This is an optimization exercise on Yosys and OpenROAD, whose aim is small area, a short achievable clock period and few clock cycles, not a production implementation.
At most, simulation tests tie the RTL to the original design; equivalence was not proved.
Power figures rest on the tool's default switching activity, not on a simulated workload.

## rot_check
module rot_check (
    input  wire        clk,
    input  wire        rst,
    input  wire        ro_we,
    input  wire [5:0]  ro_addr,
    input  wire [9:0]  ro_data,
    input  wire        start,
    input  wire [6:0]  k_in,
    input  wire [5:0]  m_in,
    input  wire [10:0] pphi_in,
    input  wire        phi_valid,
    input  wire [5:0]  phi_data,
    output wire        phi_ready,
    output reg         tab_valid,
    output reg  [5:0]  tab_phi,
    output reg  [5:0]  tab_x,
    output reg  [5:0]  tab_row,
    output wire        idle,
    output reg         done,
    output reg  [3:0]  result,
    output reg  [5:0]  row_a,
    output reg  [5:0]  row_b,
    output reg  [9:0]  phase_index
);
    localparam [3:0] RES_PASS        = 4'd0;
    localparam [3:0] RES_FIRING_MAP  = 4'd1;
    localparam [3:0] RES_COVERAGE    = 4'd2;
    localparam [3:0] RES_PHASE_RANGE = 4'd5;
    localparam [3:0] RES_LIMIT       = 4'd6;
    reg        idle_r;
    reg        ready_r;
    reg        st_first;             
    reg        st_run;               
    reg        st_emit;              
    assign idle      = idle_r;
    wire       idl = ~(st_first | st_run | st_emit);
    assign phi_ready = ready_r;
    reg [6:0]  k;
    reg [5:0]  m;
    reg [10:0] pphi;
    reg [9:0]  row_ofs [0:63];
    always @(posedge clk) begin
        if (ro_we && idl)
            row_ofs[ro_addr] <= ro_data;
    end
    reg        pv_q;                 
    reg [5:0]  pd_q;                 
    reg [10:0] idx;                  
  ...
For scale: about 4300 cells after synthesis, ~1800 flip-flops, about 99 I/O pins, ~73000 um2 of cells after synthesis.
Settings: LEC_CHECK=0, CAP_MARGIN=40, CORE_MARGIN=2, CORE_UTILIZATION=40, CTS_BUF_LIST=sky130_fd_sc_hd__clkbuf_8, CTS_CLUSTER_DIAMETER=100, CTS_CLUSTER_SIZE=14, SLEW_MARGIN=40; clock period 27.0 ns.
standard.sh (not shown) runs the stock make flow with config.mk's settings and CLKGATE_MAP_FILE= SYNTH_SCRIPT=/design/flow/synth_recipe.tcl, a recipe that flattens the netlist after the stock synthesis.
==> flow/flow/run.sh <==
#!/bin/bash
# The standard layout (standard.sh: the standard flow's synthesis and ORFS flow, unchanged),
# except that the port buffers are sky130_fd_sc_hd__buf_2 instead of the
# smallest buffer buffer_ports picks on its own.
set -euo pipefail
export BUFFER_PORTS_ARGS="-buffer_cell sky130_fd_sc_hd__buf_2"
bash standard.sh finish > standard_flow.log 2>&1
The baseline produced a clean layout.
Rerun with:
Settings changed: CTS_BUF_LIST sky130_fd_sc_hd__clkbuf_8 to sky130_fd_sc_hd__clkbuf_16, CTS_CLUSTER_DIAMETER 100 to 150, CTS_CLUSTER_SIZE 14 to 24.
Sequential power barely changes.
Setup slack loses 0.11 ns.
Clock power goes up by about 3%.
Register-to-register slack is about the same.
Wire length goes down by 0.95%.
Power goes up by about 0.7%.
Non-clock buffer count goes up by 1.
Critical path depth goes up by 4.
No run of this note included a check of the RTL's function; only the layout flow was run.

Another version of the RTL of rot_check (not shown whole).
Size: about 4500 cells after synthesis, ~1800 flip-flops, roughly 74000 um2 of cells after synthesis.
Settings: LEC_CHECK=0, CAP_MARGIN=40, CORE_MARGIN=2, CORE_UTILIZATION=40, CTS_BUF_LIST=sky130_fd_sc_hd__clkbuf_16, CTS_CLUSTER_DIAMETER=150, CTS_CLUSTER_SIZE=24, SLEW_MARGIN=40; clock period 27.0 ns.
==> flow/flow/run.sh <==
#!/bin/bash
# The standard layout (standard.sh: the standard flow's synthesis and ORFS flow, unchanged),
# except that the port buffers are sky130_fd_sc_hd__buf_2 instead of the
# smallest buffer buffer_ports picks on its own, and timing repair aims for
# more setup slack than the 27 ns clock leaves it to find on its own.
set -euo pipefail
export BUFFER_PORTS_ARGS="-buffer_cell sky130_fd_sc_hd__buf_2"
export SETUP_SLACK_MARGIN=20.5
bash standard.sh finish > standard_flow.log 2>&1
The first run finished clean.
==> next run, changes <==
==> flow/flow/run.sh (replaced) <==
#!/bin/bash
# The standard layout (standard.sh: the standard flow's synthesis and ORFS flow, unchanged),
# except that the port buffers are sky130_fd_sc_hd__buf_2 instead of the
# smallest buffer buffer_ports picks on its own.
set -euo pipefail
export BUFFER_PORTS_ARGS="-buffer_cell sky130_fd_sc_hd__buf_2"
bash standard.sh finish > standard_flow.log 2>&1
Result: The new run finished clean. Non-clock buffer count falls by 5. Die area stays the same. Core utilization falls by 0.16 points.
No functional check of the RTL was part of any run of this note.

Another version of the RTL of rot_check (not shown whole).
Size: about 5000 cells after synthesis, ~99 I/O pins, about 0.072 mm2 of cells after synthesis.
clock: 27.0 ns
lec_check: 0
cap_margin: 10
core_margin: 2
core_utilization: 70
cts_buf_list: sky130_fd_sc_hd__clkbuf_16
cts_cluster_diameter: 150
cts_cluster_size: 24
slew_margin: 10
==> flow/flow/run.sh <==
#!/bin/bash
# The standard layout (standard.sh: the standard flow's synthesis and ORFS flow, unchanged),
# except that the port buffers are sky130_fd_sc_hd__buf_2 instead of the
# smallest buffer buffer_ports picks on its own, and timing repair aims for
# more setup slack than the 27 ns clock leaves it to find on its own.
set -euo pipefail
export BUFFER_PORTS_ARGS="-buffer_cell sky130_fd_sc_hd__buf_2"
export SETUP_SLACK_MARGIN=21
bash standard.sh finish > standard_flow.log 2>&1
Testbench counts at the start, summed over its fixed seeds: cycles 170,856.
Then changed:
CAP_MARGIN = 40   (was 10)
SLEW_MARGIN = 40   (was 10)
Effect: Count of clock-buffer cells in the layout does not change; clock skew goes up by 0.0086 ns; power hardly moves; hold slack is about the same; final cell count is about the same; combinational power stays flat.

## PW
The RTL this note starts from:
==> flow/design.v <==
module rot_check (
    input  wire        clk,
    input  wire        rst,
    input  wire        ro_we,
    input  wire [5:0]  ro_addr,
    input  wire [9:0]  ro_data,
    input  wire        start,
    input  wire [6:0]  k_in,
    input  wire [5:0]  m_in,
    input  wire [10:0] pphi_in,
    input  wire        phi_valid,
    input  wire [5:0]  phi_data,
    output wire        phi_ready,
    output reg         tab_valid,
    output reg  [5:0]  tab_phi,
    output reg  [5:0]  tab_x,
    output reg  [5:0]  tab_row,
    output wire        idle,
    output reg         done,
    output reg  [3:0]  result,
    output reg  [5:0]  row_a,
    output reg  [5:0]  row_b,
    output reg  [9:0]  phase_index
);
    localparam [3:0] RES_PASS        = 4'd0;
    localparam [3:0] RES_FIRING_MAP  = 4'd1;
    localparam [3:0] RES_COVERAGE    = 4'd2;
    localparam [3:0] RES_PHASE_RANGE = 4'd5;
    localparam [3:0] RES_LIMIT       = 4'd6;
    reg        idle_r;
    reg        ready_r;
    reg        st_first;             
    reg        st_run;               
    reg        st_emit;              
    assign idle      = idle_r;
    wire       idl = ~(st_first | st_run | st_emit);
    assign phi_ready = ready_r;
    reg [6:0]  k;
    reg [5:0]  m;
    reg [10:0] pphi;
    reg        we_q;                 
    reg [5:0]  wa_q;
    reg [9:0]  wd_q;
    reg [9:0]  row_ofs [0:63];
    always @(posedge clk) begin
        we_q <= ro_we & idl;
        wa_q <= ro_addr;
        wd_q <= ro_data;
        if (we_q)
            row_ofs[wa_q] <= wd_q;
    end
    reg        pv_q;                 
    reg [5:0]  pd_q;                 
    reg [10:0] idx;                  
    reg        stream_ok;            
    reg [63:0] seen;
    reg [5:0]  dphi [1:63];          
    reg [6:0]  ndist;
    reg [5:0]  phi0;
    wire       p_take  = pv_q & st_run & ~stream_ok;
    wire       rdy_int = st_first | (st_run & ~stream_ok);    
    wire       take0   = phi_valid & (st_first | (rdy_int & ~w_started));    
    wire       p_bad   = {1'b0, pd_q} >= k;
    wire       p_new   = ~seen[pd_q];
    always @(posedge clk) begin
        pv_q <= phi_valid & rdy_int;
        pd_q <= phi_data;
        if (p_take && !p_bad && p_new && ndist != 7'd0)
            dphi[ndist[5:0]] <= pd_q;
    end
    reg        a_v;
    reg [5:0]  a_s, a_r;
    reg        b_v;
    reg [5:0]  b_r;
    reg [9:0]  b_ofs;
    reg        c_v, d_v, e_v, f_v, g_v;
    reg [5:0]  g_s;                  
    reg [10:0] c_val, d_val;
    reg [9:0]  e_val;
    reg [7:0]  f_val;
    reg [5:0]  g_x;
    reg        cov_bad;
    reg        cov_ok;               
    reg        w_started;            
    reg        fm_bad;
    reg [63:0] own_v;
    reg [5:0]  owner [0:63];
    wire [6:0] a_sinc  = {1'b0, a_s} + {1'b0, m};
    wire [5:0] a_snext = (a_sinc >= k) ? (a_sinc - k) : a_sinc[5:0];
    wire       a_last  = ({1'b0, a_r} == k - 7'd1);
    wire       a_cov   = (a_r != 6'd0) && (a_s == phi0);
    wire [6:0] g_sinc  = {1'b0, g_s} + {1'b0, m};
    wire [5:0] g_snext = (g_sinc >= k) ? (g_sinc - k) : g_sinc[5:0];
    wire [10:0] dv [0:11];
    assign dv[11] = {1'b0, b_ofs} + {5'd0, b_r};
    genvar gi;
    generate
        for (gi = 10; gi >= 0; gi = gi - 1) begin : g_red
            wire [10:0] vin = (gi == 7) ? c_val : (gi == 5) ? d_val :
                              (gi == 3) ? {1'b0, e_val} : (gi == 1) ? {3'd0, f_val} : dv[gi + 1];
            wire [10:0] sh  = vin >> gi;
            wire [7:0]  df  = {1'b0, sh[6:0]} - {1'b0, k};
            wire [10:0] lo  = vin & ((11'd1 << gi) - 11'd1);
            wire [17:0] up  = {10'd0, df} << gi;
            assign dv[gi] = df[7] ? vin : (up[10:0] | lo);
        end
    endgenerate
    wire       g_hit   = own_v[g_x];
    wire [5:0] own_rd;
    reg  [5:0] ptr;
    assign own_rd = owner[g_v ? g_x : ptr];
    wire       walk_busy = a_v | b_v | c_v | d_v | e_v | f_v | g_v;
    always @(posedge clk) begin
        if (g_v)
            owner[g_x] <= g_s;
    end
    reg [5:0]  ecnt;
    reg [6:0]  jn;
    reg [5:0]  sacc, sd;
    reg [5:0]  cur_phi;
    wire [5:0] nphi    = dphi[jn[5:0]];
    wire [6:0] sinc    = {1'b0, sacc} + {1'b0, m};
    wire [5:0] snext   = (sinc >= k) ? (sinc - k) : sinc[5:0];
    wire [6:0] pinc    = {1'b0, ptr} + 7'd1;
    wire       e_lastx = ({1'b0, ecnt} == k - 7'd1);
    wire       last_in = (idx + 11'd1 == pphi);
    wire       p_ok    = p_take & ~p_bad;
    wire       s_done  = stream_ok | (p_ok & last_in);
    wire       fm_early = fm_bad & cov_ok;
    wire       decide  = st_run & s_done & ((w_started & ~walk_busy) | fm_early);
    wire       go      = decide & ~cov_bad & ~fm_bad;
    wire       issue   = st_emit | go;
    wire       lastph  = (p_ok & p_new) ? (jn == ndist + 7'd1) : (jn == ndist);
    wire       limit_bad = (k == 7'd0) || (k > 7'd64) || ({1'b0, m} >= k) ||
                           (pphi == 11'd0) || (pphi > 11'd1024);
    integer i;
    always @(posedge clk) begin
        done      <= 1'b0;
        tab_valid <= 1'b0;
        if (idl) begin
            k    <= k_in;
            m    <= m_in;
            pphi <= pphi_in;
        end
        b_v   <= a_v & ~a_cov;
        b_r   <= a_r;
        b_ofs <= row_ofs[a_s];
        c_v   <= b_v;
        c_val <= dv[8];
        d_v   <= c_v;
        d_val <= dv[6];
        e_v   <= d_v;
        e_val <= dv[4][9:0];
        f_v   <= e_v;
        f_val <= dv[2][7:0];
        g_v   <= f_v;
        g_x   <= dv[0][5:0];
        if (a_v) begin
            if (a_cov) begin
                cov_bad <= 1'b1;
                a_v     <= 1'b0;
            end else begin
                if (a_r == k[6:1]) cov_ok <= 1'b1;
                a_s <= a_snext;
                a_r <= a_r + 6'd1;
                if (a_last) a_v <= 1'b0;
            end
        end
        if (g_v) begin
            g_s        <= g_snext;
            own_v[g_x] <= 1'b1;
            if (g_hit && !fm_bad) begin
                fm_bad <= 1'b1;
                row_a  <= own_rd;
                row_b  <= g_s;
            end
        end
        if (st_first) begin
            st_first    <= 1'b0;
            seen        <= 64'd0;
            own_v       <= 64'd0;
            ndist       <= 7'd0;
            idx         <= 11'd0;
            stream_ok   <= 1'b0;
            cov_bad     <= 1'b0;
            cov_ok      <= 1'b0;
            w_started   <= 1'b0;
            fm_bad      <= 1'b0;
            row_a       <= 6'd0;
            row_b       <= 6'd0;
            phase_index <= 10'd0;
            a_v         <= 1'b0;
            b_v         <= 1'b0;
            c_v         <= 1'b0;
            d_v         <= 1'b0;
            e_v         <= 1'b0;
            f_v         <= 1'b0;
            g_v         <= 1'b0;
            ptr         <= 6'd0;
            ecnt        <= 6'd0;
            jn          <= 7'd1;
            sd          <= 6'd0;
            if (limit_bad) begin
                idle_r  <= 1'b1;
                ready_r <= 1'b0;
                done    <= 1'b1;
                result  <= RES_LIMIT;
            end else begin
                st_run  <= 1'b1;
            end
        end
        if (p_take) begin
            if (p_bad) begin
                st_run      <= 1'b0;
                idle_r      <= 1'b1;
                ready_r     <= 1'b0;
                done        <= 1'b1;
                result      <= RES_PHASE_RANGE;
                row_a       <= 6'd0;
                row_b       <= 6'd0;
                phase_index <= idx[9:0];
            end else begin
                if (p_new) begin
                    seen[pd_q] <= 1'b1;
                    ndist      <= ndist + 7'd1;
                end
                idx <= idx + 11'd1;
                if (last_in) begin
                    stream_ok <= 1'b1;
                    ready_r   <= 1'b0;
                end
            end
        end
        if (take0) begin
            phi0      <= phi_data;
            cur_phi   <= phi_data;
            sacc      <= phi_data;
            a_v       <= 1'b1;
            w_started <= 1'b1;
            a_s       <= phi_data;
            g_s       <= phi_data;
            a_r       <= 6'd0;
        end
        if (decide) begin
            st_run <= 1'b0;
            if (cov_bad || fm_bad) begin
                idle_r <= 1'b1;
                done   <= 1'b1;
                result <= cov_bad ? RES_COVERAGE : RES_FIRING_MAP;
                if (cov_bad) begin
                    row_a <= 6'd0;
                    row_b <= 6'd0;
                end
            end else begin
                st_emit <= 1'b1;
            end
        end
        tab_phi <= cur_phi;
        tab_x   <= ecnt;
        tab_row <= own_rd;
        if (issue) begin
            tab_valid <= 1'b1;
            ecnt      <= ecnt + 6'd1;
            ptr       <= (pinc == {1'b0, k}) ? 6'd0 : pinc[5:0];
            if (sd == 6'd0 || sacc != nphi) begin
                sacc <= snext;
                sd   <= sd + 6'd1;
            end
            if (e_lastx) begin
                ecnt <= 6'd0;
                if (lastph) begin
                    st_emit <= 1'b0;
                    idle_r  <= 1'b1;
                    done    <= 1'b1;
                    result  <= RES_PASS;
                end else begin
                    jn      <= jn + 7'd1;
                    cur_phi <= nphi;
                    ptr     <= sd;
                    sacc    <= phi0;
                    sd      <= 6'd0;
                end
            end
        end
        if (idl && start) begin
            idle_r   <= 1'b0;
            ready_r  <= 1'b1;
            st_first <= 1'b1;
        end
        if (rst) begin
            idle_r    <= 1'b1;
            ready_r   <= 1'b0;
            st_first  <= 1'b0;
            st_run    <= 1'b0;
            st_emit   <= 1'b0;
            done      <= 1'b0;
            tab_valid <= 1'b0;
        end
    end
endmodule
clock: 27.0 ns
lec_check: 0
cap_margin: 40
core_margin: 2
core_utilization: 60
cts_buf_list: sky130_fd_sc_hd__clkbuf_16
cts_cluster_diameter: 150
cts_cluster_size: 24
slew_margin: 40
==> flow/flow/run.sh <==
#!/bin/bash
# The standard layout (standard.sh: the standard flow's synthesis and ORFS flow, unchanged),
# except that the port buffers are sky130_fd_sc_hd__buf_2 instead of the
# smallest buffer buffer_ports picks on its own, and timing repair aims for
# more setup slack than the 27 ns clock leaves it to find on its own.
set -euo pipefail
export BUFFER_PORTS_ARGS="-buffer_cell sky130_fd_sc_hd__buf_2"
export SETUP_SLACK_MARGIN=20.5
bash standard.sh finish > standard_flow.log 2>&1
PW completed end to end with timing, DRC and antenna clean.
Testbench counts of PW, summed over its fixed seeds: cycles 170,856.
Input changes introduced in JK (baseline for comparison: PW):
- swapping 60 for 70 in CORE_UTILIZATION
diff --git a/flow/flow/run.sh b/flow/flow/run.sh
--- a/flow/flow/run.sh
+++ b/flow/flow/run.sh
@@ -7,3 +7,3 @@
 export BUFFER_PORTS_ARGS="-buffer_cell sky130_fd_sc_hd__buf_2"
-export SETUP_SLACK_MARGIN=20.5
+export SETUP_SLACK_MARGIN=21
 bash standard.sh finish > standard_flow.log 2>&1
Findings:
On clock network contribution to total cell area, PW and JK are basically level.
Summary: with PW as the reference, tap cell count in JK moved down by more than 10%.
The share of final-layout standard cells stronger than drive strength 1 was comparable across PW and JK.
JK against PW: number of design-rule violations left by the first detailed-router iteration now larger; worst path arrival time stayed essentially flat; post-route minimum period lower; area taken by multi-input logic gates shows an increase of about 0.33%.
Post-detailed-routing wire length across PW and JK: no real change.
Diff PW -> JK | die width | decrease of 26 um
Looking at capturing instance or port of the critical path, the phase_index[6] result is from PW; the phase_index[1] one comes from JK.

==> what the ideal ports hide <==
The flow's constraints put no driver on any port. The routed layouts listed below were extracted and timed again, unchanged, in two steps. Step 1 sets driving cells, clkbuf_16 on the clock port and buf_2 on the other inputs (assumed; they add their load-dependent delay and slew). Step 2 also shifts input and output timing later by t, the mid clock arrival at the registers, as if the neighbouring blocks saw the same clock. Three values: no drivers, after step 1, after step 2; two values: the first two.
run | shift t [ns] | slack for setup (ns) | worst data-port slew with drivers (ns)
the first run of note 1 | 0.996 | 20.125 / 20.048 / 19.227 | 0.08
the second run of note 1 | 0.802 | 20.011 / 20.065 / 19.262 | 0.08
the first run of note 2 | 0.824 | 20.281 / 20.208 / 20.785 | 0.03
the second run of note 2 | 0.826 | 20.052 / 19.979 / 20.797 | 0.03
the first run of note 3 | 0.786 | 20.431 / 20.347 / 20.333 | 0.05
the second run of note 3 | 0.792 | 20.417 / 20.333 / 20.296 | 0.06
PW | 0.794 | 20.422 / 20.348 / 19.924 | 0.20
JK | 0.771 | 20.432 / 20.356 / 20.257 | 0.17
After both steps setup and hold are still met in every run listed. For the first run of note 1, which loses most, drivers alone change the setup slack by -0.077 ns; drivers and shift together by -0.898 ns.
